This design comes from an exercise in tuning for small area, a short achievable clock period and few clock cycles per item on the open sky130 flow, not from production work.
Where RTL was checked, it was by simulation tests only, not by an equivalence proof against the original.
Power and IR drop assume default switching activity.

==> inputs of try-tundra <==
==> flow/design.v (excerpt) <==
module lns8_mac8 (
    input  wire         clk,
    input  wire         rst,         
    input  wire         in_valid,
    output wire         in_ready,
    input  wire         in_clear,    
    input  wire         in_last,     
    input  wire [15:0]  in_wb,       
    input  wire [7:0]   in_xs,       
    input  wire [63:0]  in_xr,       
    input  wire [63:0]  in_a,        
    input  wire [63:0]  in_w,        
    output reg          out_valid,
    output reg  [63:0]  out_v,
    output reg  [15:0]  out_w,
    output reg  [1:0]   out_tag,     
    output reg          out_sat
);
    localparam N  = 8;
    localparam AW = 91;    
    localparam CW = 67;    
    assign in_ready = 1'b1;
    reg         v0, clr0, last0;
    reg         fresh;               
    reg  [63:0] a0, w0, xr0;
    reg  [7:0]  xs0;
    reg  [15:0] w_front;             
    always @(posedge clk) begin
        a0    <= in_a;
        w0    <= in_w;
        xr0   <= in_xr;
        xs0   <= in_xs;
        clr0  <= in_clear | fresh;
        last0 <= in_last;
        if (rst) begin
            v0      <= 1'b0;
            fresh   <= 1'b1;
            w_front <= 16'd0;
        end else begin
            v0 <= in_valid;
            if (in_valid) begin
                fresh <= 1'b0;
                if (in_clear)
                    w_front <= in_wb;
            end
        end
    end
  ...
clock: 28.0 ns
lec_check: 0
cap_margin: 20
cell_pad_in_sites_detail_placement: 1
cell_pad_in_sites_global_placement: 1
core_margin: 2
core_utilization: 55
gpl_routability_driven: 1
place_density: 0.65
slew_margin: 20
synth_memory_max_bits: 65536
standard.sh (not shown) runs the stock make flow with config.mk's settings and CLKGATE_MAP_FILE= SYNTH_SCRIPT=/design/flow/synth_recipe.tcl, a recipe that flattens the netlist after the stock synthesis.
==> flow/flow/run.sh <==
#!/bin/bash
set -euo pipefail
export BUFFER_PORTS_ARGS="-buffer_cell sky130_fd_sc_hd__buf_2"
bash standard.sh > standard.log 2>&1
==> try-ember: changes against try-tundra <==
--- a/flow/design.v
+++ b/flow/design.v
@@ -569,37 +569,36 @@
     wire        d_pos  = ~d_full[16];
     function [11:0] opdec;
         input [6:0] m;
         if (m[6:3] == 4'd0) begin
             case (m[2:0])
                 3'd3:    opdec = {4'd11, 4'd0,  4'd2};
                 3'd5:    opdec = {4'd13, 4'd0,  4'd3};
-                3'd6:    opdec = {4'd11, 4'd1,  4'd2};
+                3'd6:    opdec = {4'd11, 4'd1,  4'd3};
                 3'd7:    opdec = {4'd15, 4'd0,  4'd3};
-                3'd2:    opdec = {4'd0,  4'd1,  4'd1};
-                3'd4:    opdec = {4'd0,  4'd2,  4'd1};
+                3'd2:    opdec = {4'd0,  4'd1,  4'd2};
+                3'd4:    opdec = {4'd0,  4'd2,  4'd3};
                 default: opdec = {4'd0,  4'd0,  4'd1};
             endcase
         end else begin
             case (m[2:0])
-                3'd0:    opdec = {4'd0, 4'd11, 4'd1};
+                3'd0:    opdec = {4'd0, 4'd11, 4'd12};
                 3'd1:    opdec = {4'd1, 4'd0,  4'd12};
                 3'd2:    opdec = {4'd2, 4'd0,  4'd12};
-                3'd3:    opdec = {4'd3, 4'd5,  4'd7};
-                3'd4:    opdec = {4'd4, 4'd4,  4'd8};
-                3'd5:    opdec = {4'd5, 4'd1,  4'd11};
-                3'd6:    opdec = {4'd6, 4'd2,  4'd10};
-                default: opdec = {4'd7, 4'd2,  4'd10};
+                3'd3:    opdec = {4'd3, 4'd5,  4'd12};
+                3'd4:    opdec = {4'd4, 4'd4,  4'd12};
+                3'd5:    opdec = {4'd5, 4'd1,  4'd12};
+                3'd6:    opdec = {4'd6, 4'd2,  4'd12};
+                default: opdec = {4'd7, 4'd2,  4'd12};
             endcase
         end
     endfunction
-    wire [3:0]   s1_klo [0:N-1];
-    wire [3:0]   s1_khi [0:N-1];
+    wire [22:1]  s1_p   [0:N-1];
     wire [6:0]   s1_t   [0:N-1];
-    wire [N-1:0] s1_fu, s1_neg, s1_ca, s1_cb, s1_stk;
+    wire [N-1:0] s1_en, s1_neg, s1_clamp, s1_stk;
     wire [N-1:0] l_nan, l_pinf, l_ninf;
     genvar k;
     generate
         for (k = 0; k < N; k = k + 1) begin : dec
             wire [7:0] ca = a0[8*k +: 8];
             wire [7:0] cw = w0[8*k +: 8];
             wire [6:0] ma = ca[6:0];
@@ -611,83 +610,73 @@
             wire neg_s   = ca[7] ^ cw[7];
             wire fin     = v0 & ~(a_zero | w_zero | a_inf | w_inf);
             wire any_inf = a_inf | w_inf;
             assign l_nan[k]  = v0 & ((a_zero & ca[7]) | (w_zero & cw[7]) |
                                      (any_inf & (a_zero | w_zero)));
             assign l_pinf[k] = v0 & any_inf & ~a_zero & ~w_zero & ~neg_s;
             assign l_ninf[k] = v0 & any_inf & ~a_zero & ~w_zero &  neg_s;
-            wire [3:0] ka, kw, za, zw, la, lw;
-            assign {ka, za, la} = opdec(ma);
-            assign {kw, zw, lw} = opdec(mw);
+            wire [3:0] ka, kw, za, zw, ya, yw;
+            assign {ka, za, ya} = opdec(ma);
+            assign {kw, zw, yw} = opdec(mw);
             wire [3:0] ba = (ma[6:3] == 4'd0) ? 4'd9 : ma[6:3];
             wire [3:0] bw = (mw[6:3] == 4'd0) ? 4'd9 : mw[6:3];
-            wire swap = (ka > kw);
-            assign s1_klo[k] = swap ? kw : ka;
-            assign s1_khi[k] = swap ? ka : kw;
-            wire [9:0] xr_s = {{2{xr0[8*k+7]}}, xr0[8*k +: 8]};
-            wire [9:0] t    = xr_s + d_full[9:0] + {6'd0, ba} + {6'd0, bw} +
-                              {6'd0, za} + {6'd0, zw} - 10'd17;
-            wire [3:0] ya = (ma[6:3] == 4'd0) ? za + la : 4'd12;
-            wire [3:0] yw = (mw[6:3] == 4'd0) ? zw + lw : 4'd12;
-            wire [9:0] tl   = xr_s + d_full[9:0] + {6'd0, ba} + {6'd0, bw} +
-                              {6'd0, ya} + {6'd0, yw} - 10'd105;
+            wire       swap = (ka > kw);
+            wire       pc;
+            lns8_prod u_prod (
+                .klo(swap ? kw : ka),
+                .khi(swap ? ka : kw),
+                .p  (s1_p[k]),
+                .c  (pc)
+            );
+            wire [4:0] bb = {1'b0, ba} + {1'b0, bw};
+            wire [9:0] r  = {{2{xr0[8*k+7]}}, xr0[8*k +: 8]} + d_full[9:0];
+            wire [9:0] t  = r + ({5'd0, bb} + {6'd0, za} + {6'd0, zw} - 10'd17);
+            wire [9:0] tl = r + ({5'd0, bb} + {6'd0, ya} + {6'd0, yw} - 10'd105) + {9'd0, pc};
             wire under = d_in ? t[9] : ~d_pos;
-            assign s1_t[k]   = t[6:0];
-            assign s1_fu[k]  = fin & ~under;
-            assign s1_neg[k] = fin & neg_s;
-            assign s1_ca[k]  = fin & (d_in ? ~tl[9] : d_pos);
-            assign s1_cb[k]  = fin & d_in & (tl == 10'h3FF);
-            assign s1_stk[k] = (t[6:0] < 7'd22);
+            wire clamp = fin & (d_in ? ~tl[9] : d_pos);
+            assign s1_t[k]     = t[6:0];
+            assign s1_en[k]    = fin & ~under & ~clamp;
+            assign s1_clamp[k] = clamp;
+            assign s1_neg[k]   = fin & neg_s;
+            assign s1_stk[k]   = (t[6:0] < 7'd22);
         end
     endgenerate
-    reg  [3:0]   r1_klo [0:N-1];
-    reg  [3:0]   r1_khi [0:N-1];
+    reg  [22:1]  r1_p   [0:N-1];
     reg  [6:0]   r1_t   [0:N-1];
-    reg  [N-1:0] r1_fu, r1_neg, r1_ca, r1_cb, r1_stk;
+    reg  [N-1:0] r1_en, r1_neg, r1_clamp, r1_stk;
     reg          v1, clr1, last1;
     reg  [15:0]  w1;
     reg          nan1, pinf1, ninf1;
     integer i;
     always @(posedge clk) begin
         for (i = 0; i < N; i = i + 1) begin
-            r1_klo[i] <= s1_klo[i];
-            r1_khi[i] <= s1_khi[i];
-            r1_t[i]   <= s1_t[i];
+            r1_p[i] <= s1_p[i];
+            r1_t[i] <= s1_t[i];
         end
-        r1_fu  <= s1_fu;
-        r1_neg <= s1_neg;
-        r1_ca  <= s1_ca;
-        r1_cb  <= s1_cb;
-        r1_stk <= s1_stk;
-        v1     <= v0 & ~rst;
-        clr1   <= v0 & clr0;
-        last1  <= last0;
-        w1     <= w_front;
-        nan1   <= |l_nan;
-        pinf1  <= |l_pinf;
-        ninf1  <= |l_ninf;
+        r1_en    <= s1_en;
+        r1_neg   <= s1_neg;
+        r1_clamp <= s1_clamp;
+        r1_stk   <= s1_stk;
+        v1       <= v0 & ~rst;
+        clr1     <= v0 & clr0;
+        last1    <= last0;
+        w1       <= w_front;
+        nan1     <= |l_nan;
+        pinf1    <= |l_pinf;
+        ninf1    <= |l_ninf;
     end
     wire [63:0]  u [0:N-1];
     wire [N-1:0] cbit;
-    wire [N-1:0] l_clamp;
     generate
         for (k = 0; k < N; k = k + 1) begin : lane
-            wire [22:1] p_hi;
-            wire        pc;
-            lns8_prod u_prod (
-                .klo(r1_klo[k]),
-                .khi(r1_khi[k]),
-                .p  (p_hi),
-                .c  (pc)
-            );
-            wire [22:0] p = {p_hi, 1'b1};
-            wire [6:0]  t = r1_t[k];
-            wire clamp = r1_ca[k] | (r1_cb[k] & pc);
-            wire en    = r1_fu[k] & ~clamp;
-            wire neg   = r1_neg[k];
+            wire [22:0] p     = {r1_p[k], 1'b1};
+            wire [6:0]  t     = r1_t[k];
+            wire        clamp = r1_clamp[k];
+            wire        en    = r1_en[k];
+            wire        neg   = r1_neg[k];
             wire [29:0] y = {7'd0, p} << t[2:0];
             reg  [85:0] x;
             always @(*) begin
                 case (t[6:3])
                     4'd0:    x = {56'd0, y};
                     4'd1:    x = {48'd0, y, 8'd0};
                     4'd2:    x = {40'd0, y, 16'd0};
@@ -700,15 +689,14 @@
                     4'd9:    x = {y[13:0], 72'd0};
                     4'd10:   x = {y[5:0], 80'd0};
                     default: x = 86'd0;
                 endcase
             end
             wire [62:0] mag = ({63{en}} & x[85:23]) | {63{clamp}};
             wire        rb  = en & x[22] & (r1_stk[k] | x[23]);
-            assign l_clamp[k] = clamp;
             assign u[k]    = {~neg, mag ^ {63{neg}}};
             assign cbit[k] = neg ^ rb;
         end
     endgenerate
     function [CW-1:0] fa_s;
         input [CW-1:0] x, y, z;
         fa_s = x ^ y ^ z;
@@ -737,15 +725,15 @@
         cb2    <= cbit[7:6];
         w2     <= w1;
         clr2   <= clr1;
         last2  <= last1;
         nan2   <= nan1;
         pinf2  <= pinf1;
         ninf2  <= ninf1;
-        clamp2 <= |l_clamp;
+        clamp2 <= |r1_clamp;
         v2     <= v1 & ~rst;
     end
     reg signed [AW-1:0] acc;
     reg                 sat3, nan3, pinf3, ninf3;
     wire [AW-1:0] acc_in = clr2 ? {AW{1'b0}} : acc;
     wire [AW-1:0] bs = {{(AW-CW){1'b0}}, s2};
     wire [AW-1:0] bc = {{(AW-CW){1'b0}}, c2};
==> flow/run.sh (new file) <==
#!/bin/bash
# synth_recipe.tcl (not shown) runs the flow's synth.tcl, then flattens the netlist and writes it again
# the make line also repeats each setting of config.mk as NAME=value (left out here)
make -C /OpenROAD-flow-scripts/flow DESIGN_CONFIG=/design/flow/config.mk WORK_HOME=/design/flow/orfs CLKGATE_MAP_FILE= SYNTH_SCRIPT=/design/flow/synth_recipe.tcl finish
Settings changed: CORE_UTILIZATION 55 to 45, PLACE_DENSITY 0.65 to 0.55.
removed: flow/flow/run.sh
removed: flow/standard.sh
==> try-fjord: changes against try-tundra <==
==> flow/run.sh (new file) <==
#!/bin/bash
# synth_recipe.tcl (not shown) runs the flow's synth.tcl, then flattens the netlist and writes it again
# the make line also repeats each setting of config.mk as NAME=value (left out here)
make -C /OpenROAD-flow-scripts/flow DESIGN_CONFIG=/design/flow/config.mk WORK_HOME=/design/flow/orfs CLKGATE_MAP_FILE= SYNTH_SCRIPT=/design/flow/synth_recipe.tcl finish
removed: flow/flow/run.sh
removed: flow/standard.sh
==> comparison table <==
metric                                               try-tundra                   try-ember                   try-fjord
Status                                  complete, no violations     complete, no violations     complete, no violations
Leakage power                                           42.3 nW                     39.9 nW                     42.3 nW
# rows                                                      151                         165                         151
Cell area after layout                             100000 sq um                101000 sq um                102000 sq um
FF-to-FF End                                   r1_cb[6]$_DFF_P_            r1_en[3]$_DFF_P_            r1_cb[6]$_DFF_P_
Mapped Cells                                              11.4k                       11.6k                       11.4k
Combined flip-flop and latch cell area              17600 sq um                 17300 sq um                 17600 sq um
Count leader, synth                     sky130_fd_sc_hd__nor2_1    sky130_fd_sc_hd__a21oi_1     sky130_fd_sc_hd__nor2_1
Kind of critical path                      register to register  register to primary output  register to primary output
NetSw                                                   7.72 mW                     6.00 mW                     7.67 mW
Horizontal die dimension                                 418 um                      456 um                      418 um
Core Box Area                                      170000 sq um                203000 sq um                170000 sq um
Worst Skew                                            0.0556 ns                   0.0367 ns                   0.0525 ns
Testbench counts of try-ember, summed over its fixed seeds: cycles 24,040, rows 24,000.
Only the layout flow was run in try-tundra and try-fjord; the RTL was not checked for function there.

[port drivers added, routing unchanged]
The results above use ideal ports. As a check the final layouts listed here were re-extracted and re-timed, cells and wires unchanged.
Step 1, drivers: a clkbuf_16 drives clk and a buf_2 each remaining input, both assumed.
Step 2, shift: input delay + t, output delay - t, t = (earliest + latest rising clock arrival at the registers) / 2. This alone moves slack from input paths to output paths.
Slacks: ideal / step 1 / step 2; pairs: ideal / step 1.
run | t, ns | setup WS [ns] | worst setup path after step 2 | latest minus earliest clock arrival (ns) | worst data-port slew with drivers (ns)
try-tundra | 0.917 | 20.230 / 20.230 / 20.230 | register to register | 0.066 / 0.067 | 0.10
try-ember | 0.879 | 20.724 / 20.627 / 20.857 | input to register | 0.037 / 0.037 | 0.07
try-fjord | 0.912 | 20.659 / 20.555 / 20.697 | input to register | 0.053 / 0.053 | 0.08
After both steps every run listed still meets setup and hold.
